From an optimization exercise on the open Yosys and OpenROAD flow, aimed at small area, a short achievable clock period and few clock cycles; shortcuts taken in it are not production practice.
No run shown here included a check of the RTL's function; only the layout flow was run.
No activity file was given, so power comes from the tool's default toggle rates.

==> flow/design.v, too long to show whole: its modules and the start of the top module <==
// module lay_dpu: 464 lines
// module lay_mul: 985 lines
// module lay_add57: 380 lines
// module lay_add25: 138 lines
// module lay_cmp24: 52 lines
module lay_dpu (
    input  wire        clk,
    input  wire        rst,           
    input  wire        cmd_valid,
    output wire        cmd_ready,
    input  wire [5:0]  cmd_op,
    input  wire [1:0]  cmd_acc,       
    input  wire [1:0]  cmd_lanes,     
    input  wire [1:0]  cmd_part,      
    input  wire [2:0]  cmd_t,         
    input  wire        cmd_sat,
    input  wire        cmd_rnd,       
    input  wire        cmd_int,       
    input  wire        cmd_trk,       
    input  wire [23:0] cmd_a,
    input  wire [23:0] cmd_b,
    input  wire [23:0] cmd_c,
    input  wire [23:0] cmd_d,
    input  wire [23:0] cmd_e,
    output reg         rsp_valid,
    output reg  [23:0] rsp_data,
    output reg         rsp_annul,
    output reg  [5:0]  rsp_flags,
    output reg  [4:0]  rsp_bx
);
  // ...
==> flow/flow/run.sh <==
#!/bin/bash
# Layout flow: the standard flow (standard.sh), with ORFS's timing
# repair asked to leave a setup margin (so that it sizes and buffers the
# paths that set the achieved period) and the ports buffered with buf_4.
export SETUP_SLACK_MARGIN=14.8
export BUFFER_PORTS_ARGS="-buffer_cell sky130_fd_sc_hd__buf_4"
bash standard.sh > standard.log 2>&1
==> flow/standard.sh <==
#!/bin/bash
# synth_recipe.tcl (not shown) runs the flow's synth.tcl, then flattens the netlist and writes it again
# the make line also repeats each setting of config.mk as NAME=value (left out here)
make -C /OpenROAD-flow-scripts/flow DESIGN_CONFIG=/design/flow/config.mk WORK_HOME=/design/flow/orfs CLKGATE_MAP_FILE= SYNTH_SCRIPT=/design/flow/synth_recipe.tcl "${@:-finish}"
==> flow/config.mk <==
export PLATFORM = sky130hd
export DESIGN_NAME = lay_dpu
export DESIGN_NICKNAME = lay_dpu
export VERILOG_FILES = /design/flow/design.v
export SDC_FILE = /design/flow/constraint.sdc
export NUM_CORES = 8
export LEC_CHECK = 0
export ABC_AREA = 1
export CAP_MARGIN = 20
export CORE_MARGIN = 2
export CORE_UTILIZATION = 30
export PLACE_DENSITY = 0.5
export SLEW_MARGIN = 20
==> flow/constraint.sdc <==
create_clock -name core_clock -period 20.0 [get_ports {clk}]
set_input_delay 4.0000 -clock core_clock [delete_from_list [all_inputs] [get_ports {clk}]]
set_output_delay 4.0000 -clock core_clock [all_outputs]
set_load 0.01 [all_outputs]
==> flow_results.org, run 1 <==
** Status
- Run status :: no timing/DRC/antenna violations

** CTS
- No sink is reached through more buffers than the 3 on the longest clock path.
- The clock drives 687 sinks.
- Resized Gates After CTS :: 327

** Layout
- Final-layout clock buffer total :: 111
- Leaving out the clock tree, the finished layout contains a buffer count of 569.
- Counting the fill cells in the layout gives around 21000.

** Synthesis
- Synthesis produced a netlist whose cell count is approximately 8600.
- Avg Cell Area, Syn :: between 7 and 8 um2
- For this run, the number of Yosys warnings is 1.
- Of the total synthesized cell area, the portion taken by AND, OR, NAND and NOR gates is 20.63%.

** STA
- The worst pin sits at a relative slew slack of between 10% and 20%.
- Final Setup Violations :: 0
- Fin worst setup slack :: 13380 ps
- The final number of max-transition violations came to 0.

** Setup path
- Broken down by cell family, the worst path's largest delay share belongs to buffers and inverters.
- The critical path is of the input port to flip-flop type.
- The endpoint identified for the worst register-to-register timing path is acc_t[45].
- The cell that appears most often on the critical path is sky130_fd_sc_hd__buf_6.

** GRT
- Global routing consumed, on the met2 layer, 47.21% of the routing resources.
- Total routing usage reported by global routing :: between 20% and 30%
- For met3 alone, demand over resource in global routing was 4.944%.
- The global routing stage identified its most utilized layer as met2.

** Power
- Power consumption :: 9674 uW
- Sequential cells account for about 18% of the total power.
- In this run the power spent charging and discharging nets is 5063 uW.
- Net switching is 52.33% of the power.

** Die
- In this run the vertical extent of the chip is 454.1 um.
- Area of the core region :: 201700 um2
- Die Width :: 454.1 um
- 180 I/O pins were placed.
- Tap insertion was completed with 2672 tapcells.

** Route
- The routed layout has 64070 vias.

** Placement
- # placed instances :: ~11000
==> module lay_dpu, before the edit <==
module lay_dpu (
    input  wire        clk,
    input  wire        rst,           
    input  wire        cmd_valid,
    output wire        cmd_ready,
    input  wire [5:0]  cmd_op,
    input  wire [1:0]  cmd_acc,       
    input  wire [1:0]  cmd_lanes,     
    input  wire [1:0]  cmd_part,      
    input  wire [2:0]  cmd_t,         
    input  wire        cmd_sat,
    input  wire        cmd_rnd,       
    input  wire        cmd_int,       
    input  wire        cmd_trk,       
    input  wire [23:0] cmd_a,
    input  wire [23:0] cmd_b,
    input  wire [23:0] cmd_c,
    input  wire [23:0] cmd_d,
    input  wire [23:0] cmd_e,
    output reg         rsp_valid,
    output reg  [23:0] rsp_data,
    output reg         rsp_annul,
    output reg  [5:0]  rsp_flags,
    output reg  [4:0]  rsp_bx
);
    localparam OP_NOP   = 6'd0,  OP_MOV   = 6'd1,  OP_ADD   = 6'd2,
               OP_SUB   = 6'd3,  OP_CMP   = 6'd4,  OP_NEG   = 6'd5,
               OP_ABS   = 6'd6,  OP_MIN   = 6'd7,  OP_MAX   = 6'd8,
               OP_AND   = 6'd9,  OP_OR    = 6'd10, OP_XOR   = 6'd11,
               OP_NOT   = 6'd12, OP_TST   = 6'd13, OP_SHL   = 6'd14,
               OP_SHR   = 6'd15, OP_SHRL  = 6'd16, OP_CLAMP = 6'd17,
               OP_LERP  = 6'd18, OP_TLU   = 6'd19, OP_SCALE = 6'd20,
               OP_SCALEA= 6'd21, OP_STA   = 6'd22, OP_LDA   = 6'd23,
               OP_RDP   = 6'd24, OP_WRP   = 6'd25, OP_CLRA  = 6'd26,
               OP_MPY   = 6'd27, OP_MAC   = 6'd28, OP_MSU   = 6'd29,
               OP_RDF   = 6'd30, OP_WRF   = 6'd31, OP_RDBX  = 6'd32,
               OP_BXCLR = 6'd33;
    localparam FC = 0, FV = 1, FN = 2, FZ = 3, FS = 4, FBV = 5;
    reg        v0, rdy_q;
    reg [1:0]  k0;                    
    reg [5:0]  op0;
    reg [1:0]  n0, ln0, pt0;
    reg [2:0]  t0;
    reg        sat0, rnd0, int0, trk0;
    reg [23:0] a0, b0, c0, d0, e0;
    reg        x24;                   
    reg        hz0, hz2_0;            
    reg        as_sub0, negabs0;      
    reg        msu0;
    reg        nrdy_o;
    assign cmd_ready = ~nrdy_o;
    wire in_mul   = (cmd_op == OP_MPY) | (cmd_op == OP_MAC) | (cmd_op == OP_MSU);
    wire in_multi = in_mul & ((cmd_lanes == 2'd1 & ~cmd_acc[0]) |
                              (cmd_lanes == 2'd2 & cmd_acc == 2'd0));
    wire in_lt    = (cmd_op == OP_LERP) | (cmd_op == OP_TLU);
    wire in_sc    = (cmd_op == OP_SCALE) | (cmd_op == OP_SCALEA);
    wire bx_hz2   = v0 & (((op0 == OP_STA) & trk0) | (op0 == OP_BXCLR));
    wire bx_hz    = bx_hz2 | (v1 & ((c_sta & trk1) | c_bxclr));
    wire [1:0] klast0 = hz2_0 ? 2'd2 : (hz0 | ln0 == 2'd1) ? 2'd1 : 2'd3;
    always @(posedge clk) begin
        if (rst) begin
            v0    <= 1'b0;
            rdy_q  <= 1'b1;
            nrdy_o <= 1'b0;
            k0     <= 2'd0;
        end else if (!rdy_q) begin
            k0     <= k0 + 2'd1;
            rdy_q  <= (k0 + 2'd1 == klast0);
            nrdy_o <= ~(k0 + 2'd1 == klast0);
        end else begin
            v0     <= cmd_valid;
            k0     <= 2'd0;
            rdy_q  <= ~(cmd_valid & (in_multi | (in_sc & bx_hz)));
            nrdy_o <= cmd_valid & (in_multi | (in_sc & bx_hz));
        end
    end
    wire        in_tlu  = cmd_op[0];             
    wire [24:0] d_ac, d_cb;
    lay_add25 u_dac (.a({cmd_a[23], cmd_a}), .b(~{cmd_c[23], cmd_c}), .cin(1'b1), .s(d_ac));
    lay_add25 u_dcb (.a({cmd_c[23], cmd_c}), .b(~{cmd_b[23], cmd_b}), .cin(1'b1), .s(d_cb));
    wire [24:0] lt_diff = in_tlu ? d_cb : d_ac;
    wire [7:0]  tlu_f   = (cmd_int | cmd_a[23]) ? 8'd0 : cmd_a[14:7];
    always @(posedge clk) begin
        pt0  <= cmd_part;
        trk0 <= cmd_trk;
        if (rdy_q) begin
            sat0    <= cmd_sat;
            t0      <= cmd_t;
            hz0     <= in_sc & bx_hz;
            hz2_0   <= in_sc & bx_hz2;
            rnd0    <= cmd_rnd;
            op0     <= cmd_op;
            n0      <= cmd_acc;
            ln0     <= cmd_lanes;
            int0    <= cmd_int | in_lt;
            a0      <= ~in_lt ? cmd_a : (in_tlu ? {16'd0, tlu_f} : cmd_b);
            b0      <= in_lt ? lt_diff[23:0] : cmd_b;
            x24     <= in_lt ? lt_diff[24] : cmd_b[23];
            c0      <= (in_lt & in_tlu) ? cmd_b : cmd_c;
            d0      <= cmd_d;
            e0      <= cmd_e;
            msu0    <= (cmd_op == OP_MSU);
            negabs0 <= (cmd_op == OP_NEG) | (cmd_op == OP_ABS);
            as_sub0 <= ~((cmd_op == OP_ADD) | (cmd_op == OP_ABS & ~cmd_a[23]));
        end else if (!hz0) begin
            b0  <= c0;
            x24 <= c0[23];
            c0  <= d0;
            d0  <= e0;
        end
    end
    reg rst_q;
    always @(posedge clk) rst_q <= rst;
    wire mul_s1   = (op0 == OP_MPY) | (op0 == OP_MAC) | (op0 == OP_MSU);
    wire lok_s1   = (ln0 == 2'd0) | (ln0 == 2'd1 & ~n0[0]) | (ln0 == 2'd2 & n0 == 2'd0);
    wire rwp_s1   = (op0 == OP_RDP) | (op0 == OP_WRP);
    wire annul_s1 = (op0 > OP_BXCLR) | (mul_s1 & ~lok_s1) | (rwp_s1 & pt0 == 2'd3);
    wire [24:0] mx   = int0 ? {x24, b0} : {b0, 1'b0};
    wire        mneg = msu0;
    wire [24:0] mye = {a0, 1'b0};
    wire [11:0] bneg, bone, btwo;
    genvar gi;
    generate
        for (gi = 0; gi < 12; gi = gi + 1) begin : g_booth
            assign bneg[gi] = mye[2*gi+2] ^ mneg;
            assign bone[gi] = mye[2*gi+1] ^ mye[2*gi];
            assign btwo[gi] = (mye[2*gi+2] & ~mye[2*gi+1] & ~mye[2*gi]) |
                              (~mye[2*gi+2] & mye[2*gi+1] & mye[2*gi]);
        end
    endgenerate
    wire [56:0] ms, mc;
    lay_mul u_mul (.x(mx), .neg(bneg), .one(bone), .two(btwo), .s(ms), .c(mc));
    wire [23:0] as_x = negabs0 ? 24'd0 : a0;
    wire [23:0] as_y = (negabs0 ? a0 : b0) ^ {24{as_sub0}};
    wire [24:0] as_s;
    lay_add25 u_as (.a({1'b0, as_x}), .b({1'b0, as_y}), .cin(as_sub0), .s(as_s));
    wire as_ov  = (as_x[23] == as_y[23]) & (as_s[23] != as_x[23]);
    wire [23:0] as_lim = as_x[23] ? 24'h800000 : 24'h7FFFFF;
    wire [23:0] as_r   = (as_ov & sat0) ? as_lim : as_s[23:0];
    wire [23:0] a0f = {~a0[23], a0[22:0]};
    wire [23:0] b0f = {~b0[23], b0[22:0]};
    wire [23:0] c0f = {~c0[23], c0[22:0]};
    wire a_ge_b, a_ge_c, c_ge_b;
    lay_cmp24 u_cab (.a(a0f), .b(~b0f), .cin(1'b1), .co(a_ge_b));
    lay_cmp24 u_cac (.a(a0f), .b(~c0f), .cin(1'b1), .co(a_ge_c));
    lay_cmp24 u_ccb (.a(c0f), .b(~b0f), .cin(1'b1), .co(c_ge_b));
    wire a_lt_b = ~a_ge_b;
    wire c_gt_a = ~a_ge_c;
    wire c_lt_b = ~c_ge_b;
    wire clamp_c = c_gt_a & c_lt_b;           
    wire clamp_a = ~c_gt_a & a_lt_b;
    wire clamp_b = ~clamp_c & ~clamp_a;
    wire [23:0] clamp_r = clamp_c ? c0 : (clamp_a ? a0 : b0);
    reg [23:0] r_s1;
    reg        v_s1, c_s1, s_s1, wv_s1, wc_s1, zr_s1;
    always @* begin
        r_s1  = a0;
        v_s1  = 1'b0;
        c_s1  = 1'b0;
        s_s1  = 1'b0;
        wv_s1 = 1'b0;
        wc_s1 = 1'b0;
        zr_s1 = 1'b0;
        case (op0)
            OP_ADD, OP_SUB: begin
                r_s1  = as_r;
                v_s1  = as_ov;
                s_s1  = as_ov & sat0;
                c_s1  = as_s[24] ^ as_sub0;
                wv_s1 = 1'b1;
                wc_s1 = 1'b1;
            end
            OP_NEG, OP_ABS: begin
                r_s1  = as_r;
                v_s1  = as_ov;
                s_s1  = as_ov & sat0;
                wv_s1 = 1'b1;
            end
            OP_CMP: begin
                r_s1  = as_s[23:0];
                v_s1  = as_ov;
                c_s1  = ~as_s[24];
                wv_s1 = 1'b1;
                wc_s1 = 1'b1;
                zr_s1 = 1'b1;
            end
            OP_MIN:   r_s1 = a_lt_b ? a0 : b0;
            OP_MAX:   r_s1 = a_lt_b ? b0 : a0;
            OP_AND:   begin r_s1 = a0 & b0; wv_s1 = 1'b1; end
            OP_TST:   begin r_s1 = a0 & b0; wv_s1 = 1'b1; zr_s1 = 1'b1; end
            OP_OR:    begin r_s1 = a0 | b0; wv_s1 = 1'b1; end
            OP_XOR:   begin r_s1 = a0 ^ b0; wv_s1 = 1'b1; end
            OP_NOT:   begin r_s1 = ~a0;     wv_s1 = 1'b1; end
            OP_CLAMP: begin
                r_s1  = clamp_r;
                c_s1  = ~(clamp_c | (clamp_b & (b0 == c0)) | (clamp_a & (a0 == c0)));
                wv_s1 = 1'b1;
                wc_s1 = 1'b1;
            end
            OP_LERP, OP_TLU: r_s1 = c0;    
            default:  r_s1 = a0;
        endcase
    end
    wire [4:0] cnt_s1 = (b0[4:0] > 5'd24) ? 5'd24 : b0[4:0];
    wire [5:0] sh_s1  = {1'b0, bx_q} - {3'b000, t0};      
    wire [4:0] shamt_s1 = (op0 == OP_SHL) ? cnt_s1 :
                          (op0 == OP_SHR | op0 == OP_SHRL) ? 5'd24 - cnt_s1 :
                          ~sh_s1[5] ? sh_s1[4:0] :
                          (op0 == OP_SCALE) ? sh_s1[4:0] + 5'd24 : sh_s1[4:0] + 5'd8;
    wire [1:0] tg_s1  = n0 + (hz0 ? 2'd0 : k0);
    wire ok = ~annul_s1;
    reg        v1, last1, first1, int1, sat1, rnd1, trk1, annul1;
    reg        vf1, cf1, sf1, wv1, wc1, zr1;
    reg        c_alu, c_shl, c_shr, c_shrl, c_scale, c_scla, c_lerp, c_tlu,
               c_sta, c_lda, c_rdp, c_wrp, c_clra, c_mul, c_acc, c_rdf,
               c_wrf, c_rdbx, c_bxclr;
    reg [3:0]  ts1;                   
    reg [1:0]  pt1;
    reg [4:0]  shamt;
    reg        sh_neg, cnz1;
    reg [23:0] r1;                    
    reg [56:0] ms1, mc1;
    reg [55:0] acc_t;                 
    always @(posedge clk) begin
        if (rst_q) v1 <= 1'b0;
        else     v1 <= v0 & ~(hz0 & ~rdy_q);
        last1   <= rdy_q;
        first1  <= (k0 == 2'd0);
        ts1     <= 4'b0001 << tg_s1;
        pt1     <= pt0;
        shamt   <= shamt_s1;
        sh_neg  <= sh_s1[5];
        int1    <= int0;
        sat1    <= sat0;
        rnd1    <= rnd0;
        trk1    <= trk0;
        annul1  <= annul_s1;
        c_alu   <= (op0 >= OP_MOV && op0 <= OP_CLAMP && op0 != OP_SHL &&
                    op0 != OP_SHR && op0 != OP_SHRL);
        c_shl   <= (op0 == OP_SHL);
        c_shr   <= (op0 == OP_SHR) | (op0 == OP_SHRL);
        c_shrl  <= (op0 == OP_SHRL);
        c_scale <= (op0 == OP_SCALE);
        c_scla  <= (op0 == OP_SCALEA);
        c_lerp  <= (op0 == OP_LERP);
        c_tlu   <= (op0 == OP_TLU);
        c_sta   <= (op0 == OP_STA);
        c_lda   <= (op0 == OP_LDA);
        c_rdp   <= (op0 == OP_RDP) & ok;
        c_wrp   <= (op0 == OP_WRP) & ok;
        c_clra  <= (op0 == OP_CLRA);
        c_mul   <= mul_s1 & ok;
        c_acc   <= (op0 == OP_MAC) | (op0 == OP_MSU);
        c_rdf   <= (op0 == OP_RDF);
        c_wrf   <= (op0 == OP_WRF);
        c_rdbx  <= (op0 == OP_RDBX);
        c_bxclr <= (op0 == OP_BXCLR);
        vf1     <= v_s1;
        cf1     <= c_s1;
        sf1     <= s_s1;
        wv1     <= wv_s1;
        wc1     <= wc_s1;
        zr1     <= zr_s1;
        cnz1    <= (cnt_s1 != 5'd0);
        r1      <= r_s1;
        ms1     <= ms;
        mc1     <= mc;
    end
    reg [55:0] acc0, acc1, acc2, acc3;
    reg        vacc_q;                
    reg        bv;                    
    wire [56:0] add_a = ({57{c_acc}}  & {acc_t[55], acc_t}) |
                        ({57{c_lerp}} & {{10{r1[23]}}, r1, rnd1, 22'd0}) |
                        ({57{c_tlu}}  & {25'd0, r1, rnd1, 7'd0});
    wire [56:0] csa_s = add_a ^ ms1 ^ mc1;
    wire [56:0] csa_c = (add_a & ms1) | (add_a & mc1) | (ms1 & mc1);
    wire [56:0] sum;
    lay_add57 u_add (.a(csa_s), .b({csa_c[55:0], 1'b0}), .cin(1'b0), .s(sum));
    wire lim_hi = ~sum[56] & (sum[55] | sum[54]);
    wire lim_lo =  sum[56] & ~(sum[55] & sum[54]);
    wire [55:0] mul_w = lim_hi ? {2'b00, {54{1'b1}}} :
                        lim_lo ? {2'b11, {54{1'b0}}} : sum[55:0];
    wire mul_hit = lim_hi | lim_lo;
    wire lerp_ov = ~((&sum[56:46]) | ~(|sum[56:46]));
    wire [23:0] lerp_r = (lerp_ov & sat1) ? (sum[56] ? 24'h800000 : 24'h7FFFFF) : sum[46:23];
    wire [23:0] tlu_r  = sum[31:8];
    wire [63:0] sh_in = c_scla ? {{8{acc_t[55]}}, acc_t} :
                        c_shrl ? {40'd0, r1} : {{40{r1[23]}}, r1};
    wire [63:0] sh_y  = sh_in << shamt;
    wire [23:0] eq24;
    wire [56:0] eq56;
    assign eq24[23] = 1'b1;
    assign eq56[56] = 1'b1;
    genvar gj;
    generate
        for (gj = 22; gj >= 0; gj = gj - 1) begin : g_eq24
            assign eq24[gj] = eq24[gj+1] & (r1[gj] == r1[23]);
        end
        for (gj = 55; gj >= 0; gj = gj - 1) begin : g_eq56
            assign eq56[gj] = eq56[gj+1] & (acc_t[gj] == acc_t[55]);
        end
    endgenerate
    wire ov24 = (shamt == 5'd0) ? 1'b0 :
                (shamt == 5'd24) ? ~(eq24[0] & ~r1[23]) : ~eq24[5'd23 - shamt];
    wire ov56 = ~eq56[6'd54 - {1'b0, shamt}];
    wire [23:0] shl_r  = (ov24 & sat1) ? (r1[23] ? 24'h800000 : 24'h7FFFFF) : sh_y[23:0];
    wire [23:0] shr_r  = sh_y[47:24];
    wire [55:0] scla_w = sh_neg ? sh_y[63:8] :
                         ov56 ? (acc_t[55] ? {2'b11, {54{1'b0}}} : {2'b00, {54{1'b1}}}) :
                         sh_y[55:0];
    wire [33:0] sta_v  = {acc_t[55], acc_t[55:23]} + {33'd0, rnd1};    
    wire sta_ovi = ~((&acc_t[55:23]) | ~(|acc_t[55:23]));
    wire sta_ovf = ~((&sta_v[33:24]) | ~(|sta_v[33:24]));
    wire sta_ov  = int1 ? sta_ovi : sta_ovf;
    wire sta_sg  = int1 ? acc_t[55] : sta_v[33];
    wire [23:0] sta_raw = int1 ? acc_t[23:0] : sta_v[24:1];
    wire        sta_sat = sta_ov & sat1;
    wire [23:0] sta_r = sta_sat ? (sta_sg ? 24'h800000 : 24'h7FFFFF) : sta_raw;
    wire [23:0] rdp_r = (pt1 == 2'd0) ? {{16{acc_t[55]}}, acc_t[55:48]} :
                        (pt1 == 2'd1) ? acc_t[47:24] : acc_t[23:0];
    wire [55:0] ld_w = (c_lda & int1) ? {{32{r1[23]}}, r1} : {{8{r1[23]}}, r1, 24'd0};
    wire [55:0] oth_w = c_scla ? scla_w :
                        (c_wrp & pt1 == 2'd0) ? {r1[7:0], acc_t[47:0]} :
                        (c_wrp & pt1 == 2'd2) ? {acc_t[55:24], r1} : ld_w;
    wire [55:0] acc_w = c_mul ? mul_w : oth_w;
    wire        wr_t  = c_mul | c_lda | c_wrp | (c_scla & bv);
    wire sc_l = c_scale & bv & ~sh_neg;      
    wire sc_r = c_scale & bv &  sh_neg;      
    wire [23:0] zv_s2 =
        ({24{c_alu | c_wrf}}     & r1)     |
        ({24{c_shl | sc_l}}      & shl_r)  |
        ({24{c_shr | sc_r}}      & shr_r)  |
        ({24{c_scale & ~bv}}     & r1)     |
        ({24{c_lerp}}            & lerp_r) |
        ({24{c_tlu}}             & tlu_r)  |
        ({24{c_sta}}             & sta_r)  |
        ({24{c_rdp}}             & rdp_r);
    wire scla_do = c_scla & bv;
    wire vacc_n  = (first1 ? 1'b0 : vacc_q) | mul_hit;
    wire w_zn  = c_alu | c_shl | c_shr | c_lerp | c_tlu | c_sta | (c_scale & bv);
    wire w_v   = (c_alu & wv1) | c_shl | c_shr | (c_scale & bv) | scla_do |
                 c_lerp | c_sta | c_mul;
    wire v_val = (c_alu & vf1) | ((c_shl | sc_l) & ov24) | (scla_do & ~sh_neg & ov56) |
                 (c_lerp & lerp_ov) | (c_sta & sta_ov) | (c_mul & vacc_n);
    wire w_c   = (c_alu & wc1) | ((c_shl | c_shr) & cnz1);
    wire c_val = (c_alu & cf1) | (c_shl & sh_y[24]) | (c_shr & sh_y[23]);
    wire s_set = (c_alu & sf1) | ((c_shl | sc_l) & ov24 & sat1) |
                 (scla_do & ~sh_neg & ov56) | (c_lerp & lerp_ov & sat1) |
                 (c_sta & sta_sat) | (c_mul & vacc_n);
    wire [3:0] ts_s1 = 4'b0001 << tg_s1;
    reg  [55:0] acc_s1;
    always @* begin
        case (tg_s1)
            2'd0:    acc_s1 = acc0;
            2'd1:    acc_s1 = acc1;
            2'd2:    acc_s1 = acc2;
            default: acc_s1 = acc3;
        endcase
    end
    wire byp_w = v1 & wr_t & ((ts1 & ts_s1) != 4'd0);
    wire byp_c = v1 & c_clra & ((r1[3:0] & ts_s1) != 4'd0);
    always @(posedge clk)
        acc_t <= byp_w ? acc_w : (byp_c ? 56'd0 : acc_s1);
    reg        v2, annul2, rz2, rdf2, rdbx2, wzn2, scla2, zsc2, nsc2;
    reg        wv2, vv2, wc2, cv2, ss2, trk2, bxclr2, wrf2;
    reg [23:0] zv2;
    always @(posedge clk) begin
        if (rst_q) begin
            acc0   <= 56'd0;
            acc1   <= 56'd0;
            acc2   <= 56'd0;
            acc3   <= 56'd0;
            bv     <= 1'b0;
            v2     <= 1'b0;
        end else begin
            v2 <= v1 & last1;
            if (v1) begin
                if (wr_t & ts1[0]) acc0 <= acc_w; else if (c_clra & r1[0]) acc0 <= 56'd0;
                if (wr_t & ts1[1]) acc1 <= acc_w; else if (c_clra & r1[1]) acc1 <= 56'd0;
                if (wr_t & ts1[2]) acc2 <= acc_w; else if (c_clra & r1[2]) acc2 <= 56'd0;
                if (wr_t & ts1[3]) acc3 <= acc_w; else if (c_clra & r1[3]) acc3 <= 56'd0;
                vacc_q <= vacc_n;
                if (c_sta & trk1) bv <= 1'b1;
                if (c_bxclr)      bv <= 1'b0;
                if (c_wrf)        bv <= r1[FBV];
            end
        end
        annul2 <= annul1;
        rz2    <= zr1 | annul1 | c_wrf;
        rdf2   <= c_rdf;
        rdbx2  <= c_rdbx;
        wzn2   <= w_zn;
        scla2  <= scla_do;
        zsc2   <= (scla_w == 56'd0);
        nsc2   <= scla_w[55];
        wv2    <= w_v;
        vv2    <= v_val;
        wc2    <= w_c;
        cv2    <= c_val;
        ss2    <= s_set;
        trk2   <= c_sta & trk1;
        bxclr2 <= c_bxclr;
        wrf2   <= c_wrf;
        zv2    <= zv_s2;
    end
    reg [5:0]  f_q;
    reg [4:0]  bx_q;
    wire [31:0] rsb_d = {zv2[22:0] ^ {23{zv2[23]}}, 9'h100};
    wire        rsb_z4 = ~|rsb_d[31:16];
    wire [15:0] rsb_d4 = rsb_z4 ? rsb_d[15:0] : rsb_d[31:16];
    wire        rsb_z3 = ~|rsb_d4[15:8];
    wire [7:0]  rsb_d3 = rsb_z3 ? rsb_d4[7:0] : rsb_d4[15:8];
    wire        rsb_z2 = ~|rsb_d3[7:4];
    wire [3:0]  rsb_d2 = rsb_z2 ? rsb_d3[3:0] : rsb_d3[7:4];
    wire        rsb_z1 = ~|rsb_d2[3:2];
    wire [1:0]  rsb_d1 = rsb_z1 ? rsb_d2[1:0] : rsb_d2[3:2];
    wire        rsb_z0 = ~rsb_d1[1];
    wire [4:0]  rsb    = {rsb_z4, rsb_z3, rsb_z2, rsb_z1, rsb_z0};
    reg  [5:0] f_n;
    reg  [4:0] bx_n;
    always @* begin
        f_n  = f_q;
        bx_n = bx_q;
        if (wzn2) begin
            f_n[FZ] = (zv2 == 24'd0);
            f_n[FN] = zv2[23];
        end
        if (scla2) begin
            f_n[FZ] = zsc2;
            f_n[FN] = nsc2;
        end
        if (wv2) f_n[FV] = vv2;
        if (wc2) f_n[FC] = cv2;
        if (ss2) f_n[FS] = 1'b1;
        if (trk2) begin
            f_n[FBV] = 1'b1;
            if (rsb < bx_q) bx_n = rsb;
        end
        if (bxclr2) begin
            f_n[FBV] = 1'b0;
            bx_n = 5'd23;
        end
        if (wrf2) f_n = zv2[5:0];
    end
    always @(posedge clk) begin
        if (rst_q) begin
            f_q       <= 6'd0;
            bx_q      <= 5'd23;
            rsp_valid <= 1'b0;
        end else begin
            rsp_valid <= v2;
            if (v2) begin
                f_q       <= f_n;
                bx_q      <= bx_n;
                rsp_flags <= f_n;
                rsp_bx    <= bx_n;
            end
        end
        rsp_data  <= rdf2  ? {18'd0, f_q} :
                     rdbx2 ? {19'd0, bx_q} :
                     rz2   ? 24'd0 : zv2;
        rsp_annul <= annul2;
    end
endmodule
==> run 2: changes to the inputs <==
--- a/flow/design.v
+++ b/flow/design.v
@@ -44,7 +44,8 @@
     reg        sat0, rnd0, int0, trk0;
     reg [23:0] a0, b0, c0, d0, e0;
     reg        x24;                   
-    reg        hz0, hz2_0;            
+    reg        lt0, lerp0;            
+    reg        hz0;                   
     reg        as_sub0, negabs0;      
     reg        msu0;
     reg        nrdy_o;
@@ -55,8 +56,8 @@
     wire in_lt    = (cmd_op == OP_LERP) | (cmd_op == OP_TLU);
     wire in_sc    = (cmd_op == OP_SCALE) | (cmd_op == OP_SCALEA);
     wire bx_hz2   = v0 & (((op0 == OP_STA) & trk0) | (op0 == OP_BXCLR));
-    wire bx_hz    = bx_hz2 | (v1 & ((c_sta & trk1) | c_bxclr));
-    wire [1:0] klast0 = hz2_0 ? 2'd2 : (hz0 | ln0 == 2'd1) ? 2'd1 : 2'd3;
+    wire bx_hz    = bx_hz2;
+    wire [1:0] klast0 = (hz0 | lt0 | ln0 == 2'd1) ? 2'd1 : 2'd3;
     always @(posedge clk) begin
         if (rst) begin
             v0    <= 1'b0;
@@ -70,16 +71,15 @@
         end else begin
             v0     <= cmd_valid;
             k0     <= 2'd0;
-            rdy_q  <= ~(cmd_valid & (in_multi | (in_sc & bx_hz)));
-            nrdy_o <= cmd_valid & (in_multi | (in_sc & bx_hz));
+            rdy_q  <= ~(cmd_valid & (in_multi | in_lt | (in_sc & bx_hz)));
+            nrdy_o <= cmd_valid & (in_multi | in_lt | (in_sc & bx_hz));
         end
     end
-    wire        in_tlu  = cmd_op[0];             
-    wire [24:0] d_ac, d_cb;
-    lay_add25 u_dac (.a({cmd_a[23], cmd_a}), .b(~{cmd_c[23], cmd_c}), .cin(1'b1), .s(d_ac));
-    lay_add25 u_dcb (.a({cmd_c[23], cmd_c}), .b(~{cmd_b[23], cmd_b}), .cin(1'b1), .s(d_cb));
-    wire [24:0] lt_diff = in_tlu ? d_cb : d_ac;
-    wire [7:0]  tlu_f   = (cmd_int | cmd_a[23]) ? 8'd0 : cmd_a[14:7];
+    wire [24:0] lt_p = lerp0 ? {a0[23], a0} : {c0[23], c0};
+    wire [24:0] lt_q = lerp0 ? {c0[23], c0} : {b0[23], b0};
+    wire [24:0] lt_diff;
+    lay_add25 u_ltd (.a(lt_p), .b(~lt_q), .cin(1'b1), .s(lt_diff));
+    wire [7:0]  tlu_f   = (int0 | a0[23]) ? 8'd0 : a0[14:7];
     always @(posedge clk) begin
         pt0  <= cmd_part;
         trk0 <= cmd_trk;
@@ -87,21 +87,28 @@
             sat0    <= cmd_sat;
             t0      <= cmd_t;
             hz0     <= in_sc & bx_hz;
-            hz2_0   <= in_sc & bx_hz2;
             rnd0    <= cmd_rnd;
             op0     <= cmd_op;
             n0      <= cmd_acc;
             ln0     <= cmd_lanes;
-            int0    <= cmd_int | in_lt;
-            a0      <= ~in_lt ? cmd_a : (in_tlu ? {16'd0, tlu_f} : cmd_b);
-            b0      <= in_lt ? lt_diff[23:0] : cmd_b;
-            x24     <= in_lt ? lt_diff[24] : cmd_b[23];
-            c0      <= (in_lt & in_tlu) ? cmd_b : cmd_c;
+            int0    <= cmd_int;
+            a0      <= cmd_a;
+            b0      <= cmd_b;
+            c0      <= cmd_c;
             d0      <= cmd_d;
             e0      <= cmd_e;
+            x24     <= cmd_b[23];
+            lt0     <= in_lt;
+            lerp0   <= (cmd_op == OP_LERP);
             msu0    <= (cmd_op == OP_MSU);
             negabs0 <= (cmd_op == OP_NEG) | (cmd_op == OP_ABS);
             as_sub0 <= ~((cmd_op == OP_ADD) | (cmd_op == OP_ABS & ~cmd_a[23]));
+        end else if (lt0) begin
+            int0 <= 1'b1;
+            a0   <= lerp0 ? b0 : {16'd0, tlu_f};
+            b0   <= lt_diff[23:0];
+            x24  <= lt_diff[24];
+            if (!lerp0) c0 <= b0;
         end else if (!hz0) begin
             b0  <= c0;
             x24 <= c0[23];
@@ -220,10 +227,9 @@
     reg        sh_neg, cnz1;
     reg [23:0] r1;                    
     reg [56:0] ms1, mc1;
-    reg [55:0] acc_t;                 
     always @(posedge clk) begin
         if (rst_q) v1 <= 1'b0;
-        else     v1 <= v0 & ~(hz0 & ~rdy_q);
+        else     v1 <= v0 & ~((lt0 | hz0) & ~rdy_q);
         last1   <= rdy_q;
         first1  <= (k0 == 2'd0);
         ts1     <= 4'b0001 << tg_s1;
@@ -268,7 +274,11 @@
     end
     reg [55:0] acc0, acc1, acc2, acc3;
     reg        vacc_q;                
-    reg        bv;                    
+    wire [55:0] acc_t = ({56{ts1[0]}} & acc0) | ({56{ts1[1]}} & acc1) |
+                        ({56{ts1[2]}} & acc2) | ({56{ts1[3]}} & acc3);
+    reg [5:0]  f_q;
+    reg [4:0]  bx_q;
+    wire       bv = f_q[FBV];
     wire [56:0] add_a = ({57{c_acc}}  & {acc_t[55], acc_t}) |
                         ({57{c_lerp}} & {{10{r1[23]}}, r1, rnd1, 22'd0}) |
                         ({57{c_tlu}}  & {25'd0, r1, rnd1, 7'd0});
@@ -347,65 +357,7 @@
     wire s_set = (c_alu & sf1) | ((c_shl | sc_l) & ov24 & sat1) |
                  (scla_do & ~sh_neg & ov56) | (c_lerp & lerp_ov & sat1) |
                  (c_sta & sta_sat) | (c_mul & vacc_n);
-    wire [3:0] ts_s1 = 4'b0001 << tg_s1;
-    reg  [55:0] acc_s1;
-    always @* begin
-        case (tg_s1)
-            2'd0:    acc_s1 = acc0;
-            2'd1:    acc_s1 = acc1;
-            2'd2:    acc_s1 = acc2;
-            default: acc_s1 = acc3;
-        endcase
-    end
-    wire byp_w = v1 & wr_t & ((ts1 & ts_s1) != 4'd0);
-    wire byp_c = v1 & c_clra & ((r1[3:0] & ts_s1) != 4'd0);
-    always @(posedge clk)
-        acc_t <= byp_w ? acc_w : (byp_c ? 56'd0 : acc_s1);
-    reg        v2, annul2, rz2, rdf2, rdbx2, wzn2, scla2, zsc2, nsc2;
-    reg        wv2, vv2, wc2, cv2, ss2, trk2, bxclr2, wrf2;
-    reg [23:0] zv2;
-    always @(posedge clk) begin
-        if (rst_q) begin
-            acc0   <= 56'd0;
-            acc1   <= 56'd0;
-            acc2   <= 56'd0;
-            acc3   <= 56'd0;
-            bv     <= 1'b0;
-            v2     <= 1'b0;
-        end else begin
-            v2 <= v1 & last1;
-            if (v1) begin
-                if (wr_t & ts1[0]) acc0 <= acc_w; else if (c_clra & r1[0]) acc0 <= 56'd0;
-                if (wr_t & ts1[1]) acc1 <= acc_w; else if (c_clra & r1[1]) acc1 <= 56'd0;
-                if (wr_t & ts1[2]) acc2 <= acc_w; else if (c_clra & r1[2]) acc2 <= 56'd0;
-                if (wr_t & ts1[3]) acc3 <= acc_w; else if (c_clra & r1[3]) acc3 <= 56'd0;
-                vacc_q <= vacc_n;
-                if (c_sta & trk1) bv <= 1'b1;
-                if (c_bxclr)      bv <= 1'b0;
-                if (c_wrf)        bv <= r1[FBV];
-            end
-        end
-        annul2 <= annul1;
-        rz2    <= zr1 | annul1 | c_wrf;
-        rdf2   <= c_rdf;
-        rdbx2  <= c_rdbx;
-        wzn2   <= w_zn;
-        scla2  <= scla_do;
-        zsc2   <= (scla_w == 56'd0);
-        nsc2   <= scla_w[55];
-        wv2    <= w_v;
-        vv2    <= v_val;
-        wc2    <= w_c;
-        cv2    <= c_val;
-        ss2    <= s_set;
-        trk2   <= c_sta & trk1;
-        bxclr2 <= c_bxclr;
-        wrf2   <= c_wrf;
-        zv2    <= zv_s2;
-    end
-    reg [5:0]  f_q;
-    reg [4:0]  bx_q;
-    wire [31:0] rsb_d = {zv2[22:0] ^ {23{zv2[23]}}, 9'h100};
+    wire [31:0] rsb_d = {sta_raw[22:0] ^ {23{sta_raw[23]}}, 9'h100};
     wire        rsb_z4 = ~|rsb_d[31:16];
     wire [15:0] rsb_d4 = rsb_z4 ? rsb_d[15:0] : rsb_d[31:16];
     wire        rsb_z3 = ~|rsb_d4[15:8];
@@ -415,51 +367,70 @@
     wire        rsb_z1 = ~|rsb_d2[3:2];
     wire [1:0]  rsb_d1 = rsb_z1 ? rsb_d2[1:0] : rsb_d2[3:2];
     wire        rsb_z0 = ~rsb_d1[1];
-    wire [4:0]  rsb    = {rsb_z4, rsb_z3, rsb_z2, rsb_z1, rsb_z0};
+    wire [4:0]  sta_rsb = sta_sat ? 5'd0 : {rsb_z4, rsb_z3, rsb_z2, rsb_z1, rsb_z0};
+    wire [23:0] rsb_eq;
+    assign rsb_eq[23] = 1'b1;
+    generate
+        for (gj = 22; gj >= 0; gj = gj - 1) begin : g_rsbeq
+            assign rsb_eq[gj] = rsb_eq[gj+1] & (sta_raw[gj] == sta_raw[23]);
+        end
+    endgenerate
+    wire rsb_lt = (bx_q != 5'd0) & (sta_sat | ~rsb_eq[5'd23 - bx_q]);
     reg  [5:0] f_n;
     reg  [4:0] bx_n;
     always @* begin
         f_n  = f_q;
         bx_n = bx_q;
-        if (wzn2) begin
-            f_n[FZ] = (zv2 == 24'd0);
-            f_n[FN] = zv2[23];
-        end
-        if (scla2) begin
-            f_n[FZ] = zsc2;
-            f_n[FN] = nsc2;
-        end
-        if (wv2) f_n[FV] = vv2;
-        if (wc2) f_n[FC] = cv2;
-        if (ss2) f_n[FS] = 1'b1;
-        if (trk2) begin
+        if (w_zn) begin
+            f_n[FZ] = (zv_s2 == 24'd0);
+            f_n[FN] = zv_s2[23];
+        end
+        if (scla_do) begin
+            f_n[FZ] = (scla_w == 56'd0);
+            f_n[FN] = scla_w[55];
+        end
+        if (w_v)   f_n[FV] = v_val;
+        if (w_c)   f_n[FC] = c_val;
+        if (s_set) f_n[FS] = 1'b1;
+        if (c_sta & trk1) begin
             f_n[FBV] = 1'b1;
-            if (rsb < bx_q) bx_n = rsb;
+            if (rsb_lt) bx_n = sta_rsb;
         end
-        if (bxclr2) begin
+        if (c_bxclr) begin
             f_n[FBV] = 1'b0;
             bx_n = 5'd23;
         end
-        if (wrf2) f_n = zv2[5:0];
+        if (c_wrf) f_n = r1[5:0];
     end
     always @(posedge clk) begin
         if (rst_q) begin
+            acc0      <= 56'd0;
+            acc1      <= 56'd0;
+            acc2      <= 56'd0;
+            acc3      <= 56'd0;
             f_q       <= 6'd0;
             bx_q      <= 5'd23;
             rsp_valid <= 1'b0;
         end else begin
-            rsp_valid <= v2;
-            if (v2) begin
-                f_q       <= f_n;
-                bx_q      <= bx_n;
-                rsp_flags <= f_n;
-                rsp_bx    <= bx_n;
+            rsp_valid <= v1 & last1;
+            if (v1) begin
+                if (wr_t & ts1[0]) acc0 <= acc_w; else if (c_clra & r1[0]) acc0 <= 56'd0;
+                if (wr_t & ts1[1]) acc1 <= acc_w; else if (c_clra & r1[1]) acc1 <= 56'd0;
+                if (wr_t & ts1[2]) acc2 <= acc_w; else if (c_clra & r1[2]) acc2 <= 56'd0;
+                if (wr_t & ts1[3]) acc3 <= acc_w; else if (c_clra & r1[3]) acc3 <= 56'd0;
+                vacc_q <= vacc_n;
+                if (last1) begin
+                    f_q       <= f_n;
+                    bx_q      <= bx_n;
+                    rsp_flags <= f_n;
+                    rsp_bx    <= bx_n;
+                end
             end
         end
-        rsp_data  <= rdf2  ? {18'd0, f_q} :
-                     rdbx2 ? {19'd0, bx_q} :
-                     rz2   ? 24'd0 : zv2;
-        rsp_annul <= annul2;
+        rsp_data  <= (zr1 | annul1 | c_wrf) ? 24'd0 :
+                     c_rdf  ? {18'd0, f_q} :
+                     c_rdbx ? {19'd0, bx_q} : zv_s2;
+        rsp_annul <= annul1;
     end
 endmodule
 module lay_mul (
==> flow_results.org, run 2 <==
** Setup path
- STA puts the critical path data required time at 20450 ps.
- Largest driver fanout on the critical path :: 7
- The setup path with the least slack is of type flip-flop to flip-flop.
- The worst setup path is captured at a flip-flop.
- STA puts the critical path data arrival time at 5960 ps.
- The largest individual stage delay along the critical path comes from the cell sky130_fd_sc_hd__dfxtp_1.
- Crit path launch type :: flip-flop
- Cell type with the highest occurrence count on the critical path :: sky130_fd_sc_hd__nand2_1
- For this run, the slowest stage of the critical path takes around 800 ps.

** STA
- Based on the critical path, the design can be clocked at up to 181.6 MHz.
- For the final database, setup skew stands at approximately 44 ps.
- Setup repair after global routing could not meet its margin everywhere.
- Final critical path time including I/O delays and setup :: 5505 ps
- The count of final setup violators came to 0 (unchanged).
- In the finished design, the share of the clock period the worst path needs comes to 27.53%.
- The final setup slack of the worst path came to 14490 ps (+1119 ps).
- The headroom to the max-slew limit came to 7.845% (-9.6 points).
- The final number of max-transition violations was 0 (unchanged).
- Setup TNS Final :: 0 ps
- Fin. Hold Viols :: 0
- Pin slew with the least headroom to its limit :: 1376 ps

** Synthesis
- Commonest cells in the netlist :: sky130_fd_sc_hd__nand2_1, sky130_fd_sc_hd__inv_1, sky130_fd_sc_hd__a21oi_1
- After synthesis, the netlist uses 79 different library cells.
- The number of warnings issued by yosys came to 1 (unchanged).
- In the synthesized netlist the async set-or-reset flop fraction comes to 0%.
- The synthesized instance count is 8457 (-2.2%).
- The synthesized design contains 155 enable-type register cells.
- Of the post-synthesis cell area, the dominant cell type holds about 15%.
- Most area-hungry cell type in the Yosys netlist :: sky130_fd_sc_hd__dfxtp_1
- The mean instance size in the synthesized netlist came to 6.880 um2 (-2.1%).
- After synthesis the cells add up to 58190 um2.
- sky130_fd_sc_hd__nand2_1 is the most common cell in the netlist.
- When the netlist entered floorplanning its net count stood at 9161.
- Counting flops and latches in the post-synthesis netlist gives 590.
- Sequential cells were found to cover 22.97% of the synthesized design area.
- After synthesis, the cell types taking the most area are sky130_fd_sc_hd__dfxtp_1, sky130_fd_sc_hd__nand2_1, sky130_fd_sc_hd__fa_1.
- Post-synth top flop :: sky130_fd_sc_hd__dfxtp_1

** CTS
- Clock input transition at the sequential cells of the worst setup and hold paths :: 60 ps
- The maximum buffer depth of the clock tree is 3 (unchanged).
- Clock latency on the worst-skew pair :: 720 ps
- TritonCTS created 74 clock buffers.
- TritonCTS clock tree :: built
- The clock tree synthesis step divided the H-tree into 3 levels.
- Number of clock sinks seen by CTS :: 590 (-14%)
- Clock root buffer :: sky130_fd_sc_hd__clkbuf_16

** Route
- Post-route antenna net violation count :: 0
- For this run, design rule violations remaining after detail routing come to 0.
- Number of vias in the routed layout :: 63790 (-0.45%)
- 1st-pass router iterations :: 8
- Wirelength per Cell :: just under 30 um
- The first routing iteration left 7811 violations.
- In the routed layout, each cell is associated on average with a via count of roughly 5.7.
- After detailed routing, the total wire length is 325.2 mm.

** Power
- In this run the power density over the cells is 142.8 nW/um2.
- Across the VDD grid, the largest voltage drop is 0.4476 mV.
- Total leakage power :: 0.03117 uW

** GRT
- Entering global routing, the biggest net connects 100 pins.
- The global-route track usage on met2 came to 49.09% (+1.9 points).
- Number of global-route vias before repair :: 59980
- The first global-routing pass estimated 452.3 mm of wire.
- Layer carrying the most global-route usage :: met2
- Global routing used 39.19% of the available met1 tracks.
- The total global-route track usage came to 31.58% (+2.2 points).
- Initial antenna violation count :: 24
- For this run the aggregate overflow at the end of global routing stands at 0.
- Met3 track utilization from global routing :: 7.069% (+2.1 points)

** Status
- The flow ran to the end and the layout has no timing, DRC or antenna violations.

** Layout
- Final net count :: around 9400
- In the layout the commonest cells are sky130_fd_sc_hd__nand2_1, sky130_fd_sc_hd__inv_1, sky130_fd_sc_hd__buf_4, sky130_fd_sc_hd__a21oi_1, sky130_fd_sc_hd__nor2_1.
- Layout cells sized above 1 :: 17.33%
- Leaving out fill and tap cells, the most frequent cell in the layout is sky130_fd_sc_hd__nand2_1.
- Number of filler instances in the final layout :: 20510 (-4.3%)
- The area growth from synthesis to layout is 21.97%.

** Placement
- Routability-driven placement finished with a final weighted congestion of 1.085.
- HPWL after detailed placement :: approximately 230 mm
- Worst slack after detailed placement :: 12110 ps
- The count of buffers added on input and output ports is 179.

** Die
- The die covers 197500 um2.
- Chip height :: 444.4 um (-2.1%)
- The die width came to 444.4 um (-2.1%).
- The initial utilization of the core area, before any placement, comes to 30.21%.
- The placeable core region was 192600 um2 (-4.5%).
- The initialized floorplan defines 161 standard-cell rows.
- The count of pins on the block boundary is 180 (unchanged).

** Flow run
- Max-cap violations in this run came to 0.

** Hold path
- Path type of the worst min-delay path :: flip-flop to flip-flop
run 2: cell types whose count changed in the layout (fill, tap and decap cells not counted), moves of 35 or more:
cell                       before   now
sky130_fd_sc_hd__a21oi_1      547   512
sky130_fd_sc_hd__a221oi_1      80    21
sky130_fd_sc_hd__buf_4        471   521
sky130_fd_sc_hd__dfxtp_1      458   400
sky130_fd_sc_hd__dfxtp_2       65    27
sky130_fd_sc_hd__ha_1         295   253
sky130_fd_sc_hd__inv_1       1036   881
sky130_fd_sc_hd__inv_2         23    67
sky130_fd_sc_hd__nand2_1     1900  2101
sky130_fd_sc_hd__nor2_4        16    66
sky130_fd_sc_hd__o211ai_1      43    88
sky130_fd_sc_hd__o21ai_0      558   446
run 2: layout make-up:
cell class              instances  area [um2]  share of cell area (%)
multi-input cells            6317       41770                   58.85
inverters                    1029        4081                   5.751
flip-flops and latches        590       13430                   18.92
clock inverters                41       585.6                  0.8251
diodes                         13       32.53                 0.04584
repair buffers                632        5794                   8.164
clock buffers                  93        2097                   2.955
repair inverters                4       25.02                 0.03526
well taps                    2526        3161                   4.453
run 2: worst max-delay path, delay by kind of cell (launching register included):
| family | cells | cell delay, ps |
|---|---|---|
| buffers and inverters | 7 | 990 |
| AOI/OAI and AO/OA | 3 | 470 |
| DFF | 1 | 820 |
| adders and majority gates | 2 | 780 |
| and+or+nand+nor | 24 | 2190 |
run 2: cell families after synthesis:
kind of cell	Yosys count	share of synthesized area (%)
muxes	25	0.4301
DFF	590	22.97
and+or+nand+nor	3328	23.69
xor gates and xnor gates	436	6.576
buffers and inverters	1562	10.51
adders and majority gates	562	15.80
AOI/OAI and AO/OA	1954	20.03
run 2: timing repair:
| item | 4_1_cts | 5_1_grt |
|---|---|---|
| setup endpoints to repair | 351 | 321 |
| gates cloned | 22 | 13 |
| buffers inserted | 167 | 92 |
| hold buffers | 0 | 0 |
| gates resized for setup | 506 | 340 |
| pin swaps | 117 | 144 |
run 2: through the flow:
step / power [uW] / cells / util [%] / hold slack (ps) / cell area (um2)
6_report: 10130 / 11250 / 36.85 / 343.7 / 70970
5_1_grt: 10650 / 11230 / 36.84 / 358.7 / 70940
4_1_cts: 9574 / 11120 / 35.59 / 345.8 / 68530
3_5_place_dp: 7709 / 10800 / 32.31 / 332.1 / 62230
3_3_place_gp: 7710 / 10800 / 32.31 / 326.6 / 62220
2_1_floorplan: 4786 / 8457 / - / 323.3 / 58190
run 2: report_power, final:
part	switching [uW]	internal (uW)	leakage (uW)	total, uW
logic	4780	2320	0.0247	7100
registers	115	1440	0.00520	1550
clock network	607	872	0.00130	1480
run 2: routing by layer:
| layer | wire length, um | vias to the layer above |
|---|---|---|
| met5 | 152 | - |
| met4 | 25280 | 18 |
| met3 | 29780 | 886 |
| met2 | 143600 | 3541 |
| met1 | 126400 | 30940 |
| li1 | - | 28410 |
run 2: path summary, 6_finish.rpt:
check	from	to	slack, ps	depth (start not counted)
setup / recovery	r1[14]	rsp_flags[3]	14490	36
hold / removal	rnd0	rnd1	340	0
setup reg to reg	r1[14]	rsp_flags[3]	14490	36
hold reg to reg	rnd0	rnd1	340	0
==> run 3: changes to the inputs <==
--- a/flow/design.v
+++ b/flow/design.v
@@ -227,6 +227,7 @@
     reg        sh_neg, cnz1;
     reg [23:0] r1;                    
     reg [56:0] ms1, mc1;
+    reg [55:0] acc_t;                 
     always @(posedge clk) begin
         if (rst_q) v1 <= 1'b0;
         else     v1 <= v0 & ~((lt0 | hz0) & ~rdy_q);
@@ -274,8 +275,6 @@
     end
     reg [55:0] acc0, acc1, acc2, acc3;
     reg        vacc_q;                
-    wire [55:0] acc_t = ({56{ts1[0]}} & acc0) | ({56{ts1[1]}} & acc1) |
-                        ({56{ts1[2]}} & acc2) | ({56{ts1[3]}} & acc3);
     reg [5:0]  f_q;
     reg [4:0]  bx_q;
     wire       bv = f_q[FBV];
@@ -376,6 +375,20 @@
         end
     endgenerate
     wire rsb_lt = (bx_q != 5'd0) & (sta_sat | ~rsb_eq[5'd23 - bx_q]);
+    wire [3:0] ts_s1 = 4'b0001 << tg_s1;
+    reg  [55:0] acc_s1;
+    always @* begin
+        case (tg_s1)
+            2'd0:    acc_s1 = acc0;
+            2'd1:    acc_s1 = acc1;
+            2'd2:    acc_s1 = acc2;
+            default: acc_s1 = acc3;
+        endcase
+    end
+    wire byp_w = v1 & wr_t & ((ts1 & ts_s1) != 4'd0);
+    wire byp_c = v1 & c_clra & ((r1[3:0] & ts_s1) != 4'd0);
+    always @(posedge clk)
+        acc_t <= byp_w ? acc_w : (byp_c ? 56'd0 : acc_s1);
     reg  [5:0] f_n;
     reg  [4:0] bx_n;
     always @* begin
==> flow_results.org, run 3 <==
** Status
- The flow ran to the end and the layout has no timing, DRC or antenna violations.

** Route
- The remaining antenna violation count came to 0 (unchanged).
- Wirelength per Cell :: 28.48 um (-1.5%)
- The mean number of vias per cell is 5.650 (-0.39%).
- Number of vias in the routed layout :: 63780 (-0.017%)
- The number of search-and-repair iterations in the first detailed-routing pass was 9 (+1).
- The iteration-0 DRC count of the detailed router came to 8497 (+8.8%).
- Sum of routed wire length over all layers :: 321.5 mm (-1.2%)
- # DRC :: 0 (unchanged)

** Synthesis
- The most used flip-flop cell after synthesis is sky130_fd_sc_hd__dfxtp_1.
- By count the netlist is led by sky130_fd_sc_hd__nand2_1, sky130_fd_sc_hd__inv_1, sky130_fd_sc_hd__a21oi_1.
- By area the synthesized netlist is led by sky130_fd_sc_hd__dfxtp_1, sky130_fd_sc_hd__nand2_1, sky130_fd_sc_hd__fa_1.
- The post-synthesis sequential area ratio came to 24.34% (+1.4 points).
- The mean instance size in the synthesized netlist was 7.002 um2 (+1.8%).
- Share of the synthesized netlist area taken by xor and xnor gates :: 6.655% (+0.080 points)
- By area, the combinational part of the netlist is dominated by compound AO/OA/AOI/OAI gates.
- Cell area after technology mapping :: 59500 um2 (+2.3%)
- Synthesis-stage register bit count :: 646 (+9.5%)
- The synthesized instance count was 8498 (+0.48%).
- Share of synthesized registers carrying an async set or reset :: 0% (unchanged)
- The arithmetic-cell share of the synthesized area counting full adders, half adders and majority gates was 15.45% (-0.35 points).
- The area share of the largest cell type after synthesis is 16.52% (+1.6 points).
- The fraction of the mapped netlist area in simple logic gates is 20.78% (-2.9 points).
- Of all cell types, the one taking the most synthesized area is sky130_fd_sc_hd__dfxtp_1.
- The number of synthesized flops with an enable pin was 155 (unchanged).
- By instance count, the leading cell after synthesis is sky130_fd_sc_hd__nand2_1.
- The net count after synthesis was 9202 (+0.45%).
- Share of the synthesized area in compound gates (AO/OA/AOI/OAI) :: 21.60% (+1.6 points)
- The portion of netlist area occupied by mux cells is 0.5047% (+0.075 points).
- Number of warnings printed during yosys synthesis :: 1 (unchanged)
- The number of library cell types mapped by synthesis was 72 (-8.9%).

** CTS
- Clock input transition at the sequential cells of the worst setup and hold paths :: 60 ps (about the same)
- Clock latency on the worst-skew pair :: 780 ps (+60 ps)
- TritonCTS clock tree :: built
- The number of levels in the clock H-tree came to 3 (unchanged).
- Number of clock sinks seen by CTS :: 646 (+9.5%)
- Clock buffers created by TritonCTS :: 78 (+5.4%)
- Clock root buffer :: sky130_fd_sc_hd__clkbuf_16
- Number of buffers between clock root and the deepest sink :: 3 (unchanged)

** STA
- Unrepaired setup endpoints after global routing :: true
- The slew of the pin with the lowest slew margin came to 1189 ps (-186.8 ps).
- The final setup slack of the worst path came to 14550 ps (+52.10 ps).
- Worst-case headroom to the max-slew limit :: 20.16% (+12 points)
- Final critical path time including I/O delays and setup :: 5453 ps (-52.10 ps)
- Final number of max-transition violations :: 0 (unchanged)
- Fin. Hold Viols :: 0 (unchanged)
- The worst clock skew came to 88.79 ps (+45.23 ps).
- The count of final setup violators was 0 (unchanged).
- Setup TNS Final :: 0 ps (unchanged)
- Final cycle utilization of the critical path :: 27.27% (-0.26 points)
- The maximum clock frequency came to 183.4 MHz (+0.96%).

** Power
- Peak supply drop :: 0.1891 mV (-58%)
- Power density normalized to cell area :: 145.6 nW/um2 (+2.0%)
- Total leakage power :: 0.03003 uW (-3.6%)

** Setup path
- Among the stages of the critical path, the cell type that occurs most often is sky130_fd_sc_hd__nand2_1.
- Number of cells traversed by the worst register-to-register path :: 34 (-5.6%)
- The register-to-register setup slack is 14550 ps (+50 ps).
- The worst setup path is launched from a flip-flop.
- Worst setup path class :: flip-flop to flip-flop
- Cell type of the slowest stage on the worst timing path :: sky130_fd_sc_hd__dfxtp_2
- Launching instance or port of the critical path :: rnd1
- Delay contributed by the slowest stage of the critical path :: 470 ps (-350 ps)
- The endpoint identified for the worst register-to-register timing path is f_q[3].
- The peak fanout along the critical path came to 20 (+13).
- Following the worst setup path forward leads to its endpoint at f_q[3].
- Arrival time reported for the critical path endpoint :: 6120 ps (+160 ps)
- Startpoint of the worst-slack reg-to-reg timing path :: rnd1
- The worst setup path is captured at a flip-flop.
- The required time of the critical path was 20660 ps (+210 ps).

** Layout
- Compared with the post-synthesis result, the final layout area differs by 18.20%.
- Most common library cell in the layout ignoring fill and taps :: sky130_fd_sc_hd__nand2_1
- Layout cells sized above 1 :: 13.95% (-3.4 points)
- Total area of multi-input combinational cells :: 40660 um2 (-2.7%)
- Number of filler instances in the final layout :: 21060 (+2.7%)
- The post-layout instance area is 70330 um2 (-0.91%).
- The sequential cell area in the final layout was 14620 um2 (+8.9%).
- Top library cells by usage in the layout, fill and taps aside :: sky130_fd_sc_hd__nand2_1, sky130_fd_sc_hd__inv_1, sky130_fd_sc_hd__a21oi_1, sky130_fd_sc_hd__o21ai_0, sky130_fd_sc_hd__nor2_1
- The net total in the final layout was 9284 (-0.73%).

** GRT
- The global-route track usage on met2 came to 47.20% (-1.9 points).
- The fraction of met3 tracks used by global routing came to 5.366% (-1.7 points).
- Met1 Usage GRT :: 39.37% (+0.19 points)
- Number of global-route vias before repair :: 59500 (-0.81%)
- The wire length of the first global-routing pass came to 448.9 mm (-0.76%).
- Layer carrying the most global-route usage :: met2
- The pin count of the biggest net entering global routing was 101 (+1.0%).
- Initial antenna violation count :: 23 (-4.2%)
- Gr ovfl total :: 0 (unchanged)
- The total global-route track usage is 30.39% (-1.2 points).

** Die
- Number of ports placed on the die boundary :: 180 (unchanged)
- Initial cell density of the core :: 30.17% (-0.043 points)
- The floorplan row count is 163 (+1.2%).
- Area of the core region :: 197200 um2 (+2.4%)
- Die Footprint :: 201900 um2 (+2.2%)
- Chip height :: 449.4 um (+1.1%)
- Die Width :: 449.4 um (+1.1%)

** Hold path
- The worst hold path begins at rnd0.
- Path type of the worst min-delay path :: flip-flop to flip-flop

** Flow run
- Number of maximum-capacitance constraint violations :: 0 (unchanged)

** Placement
- Worst slack after detailed placement :: 12540 ps (+422.7 ps)
- The HPWL reported at the end of detailed placement is 230.3 mm (about the same).
- The port buffer count was 179 (unchanged).
- The area of placed instances was 63870 um2 (+2.6%).
- The global placement routability congestion came to 1.075 (-0.92%).
## run 3: cell count changes in the layout (fill, tap and decap cells not counted), moves of 31 or more
cell	before	now
sky130_fd_sc_hd__a221oi_1	21	87
sky130_fd_sc_hd__a22o_1	25	56
sky130_fd_sc_hd__a22oi_2	32	0
sky130_fd_sc_hd__buf_4	521	448
sky130_fd_sc_hd__dfxtp_2	27	59
sky130_fd_sc_hd__inv_1	881	979
sky130_fd_sc_hd__nand2_1	2101	1925
sky130_fd_sc_hd__nand2_2	97	49
sky130_fd_sc_hd__nor2_1	447	491
sky130_fd_sc_hd__nor2_4	66	21
sky130_fd_sc_hd__o21ai_0	446	516
sky130_fd_sc_hd__o22ai_1	388	435
## run 3: worst min-delay path by stage
stage,cells past startpoint,endpoint,slack [ps]
floorplan,0,rnd1,320
global placement,0,rnd1,340
detailed placement,0,rnd1,340
CTS,0,rnd1,350
global route,0,rnd1,360
finish,0,rnd1,350
## run 3: where the power goes
part | leakage (uW) | internal (uW) | switching [uW]
logic | 0.0230 | 2310 | 4750
clock network | 0.00132 | 891 | 641
registers | 0.00567 | 1550 | 95.9
total | 0.0300 | 4750 | 5490
## run 3: critical path: cells and delay by family (launching register included)
kind,cells,cell delay (ps)
buffers and inverters,2,560
AND/OR/NAND/NOR,30,3810
flip-flops,1,470
AO/OA/AOI/OAI,1,130
adder cells (fa/ha/maj),1,340
## run 3: cell type report
cell class | count | area share (%)
diodes | 6 | 0.02135
clock buffers | 107 | 3.147
clock inverters | 34 | 0.7525
inverters | 1100 | 6.138
multi-input cells | 6213 | 57.81
flip-flops and latches | 646 | 20.78
well taps | 2640 | 4.697
repair buffers | 540 | 6.641
repair inverters | 1 | 0.01067
## run 3: logic make-up (layout without fill, tap and decap cells)
| group | Yosys count | after routing |
|---|---|---|
| AO/OA/AOI/OAI | 2132 | 2138 |
| other | 0 | 6 |
| XOR/XNOR | 447 | 447 |
| adder cells (fa/ha/maj) | 562 | 562 |
| flip-flops | 646 | 646 |
| multiplexers | 30 | 30 |
| AND/OR/NAND/NOR | 3032 | 3036 |
| buffers and inverters | 1649 | 1782 |
## run 3: layer usage
metal | vias to the layer above | share of wire (%)
met5 | - | 0.029
li1 | 28500 | -
met1 | 30850 | 40
met2 | 3559 | 44
met3 | 851 | 8.9
met4 | 14 | 7.4
## run 3: metrics by stage
| stage | std cells | hold slack (ps) | total power (uW) | util, % |
|---|---|---|---|---|
| 2_1_floorplan | 8498 | 323.3 | 4960 | - |
| 3_5_place_dp | 10950 | 337.1 | 7918 | 32.39 |
| 3_3_place_gp | 10950 | 343.3 | 7884 | 32.38 |
| 6_report | 11290 | 354.7 | 10240 | 35.66 |
| 4_1_cts | 11210 | 352.0 | 9847 | 35.08 |
| 5_1_grt | 11280 | 362.3 | 10760 | 35.65 |
## run 3: repair_timing
item                                    CTS  global route
setup buffers                           103            67
gates resized for setup                 422           149
pin swaps                                56            67
endpoints found under the setup margin  410           310
hold buffers                              0             0
gates cloned                             13             4

-- afterwards: timing with drivers on the ports --
The flow's constraints put no driver on any port. The routed layouts listed below were extracted and timed again, unchanged, in two steps.
Step 1 (the two cells are an assumption about what drives the block):
set clk [get_ports {clk}]
set_driving_cell -lib_cell sky130_fd_sc_hd__clkbuf_16 $clk
set_driving_cell -lib_cell sky130_fd_sc_hd__buf_2 [delete_from_list [all_inputs] $clk]
Step 2 moves the port delays by t, midway between the first and last clock arrival at a register: inputs arrive t later, outputs are due t later. That takes back most of the time a late clock gives input paths.
Three values: no drivers, after step 1, after step 2; two values: the first two.
run	t (ns)	slack for setup (ns)	worst setup path after step 2
run 1	0.791	13.376 / 13.395 / 12.604	input to register
run 2	0.782	14.495 / 14.495 / 14.495	register to register
run 3	0.818	14.547 / 14.547 / 14.369	input to register
After both steps every run listed still meets setup and hold. For run 1, which loses most, drivers alone change the setup slack by +0.019 ns; drivers and shift together by -0.772 ns.
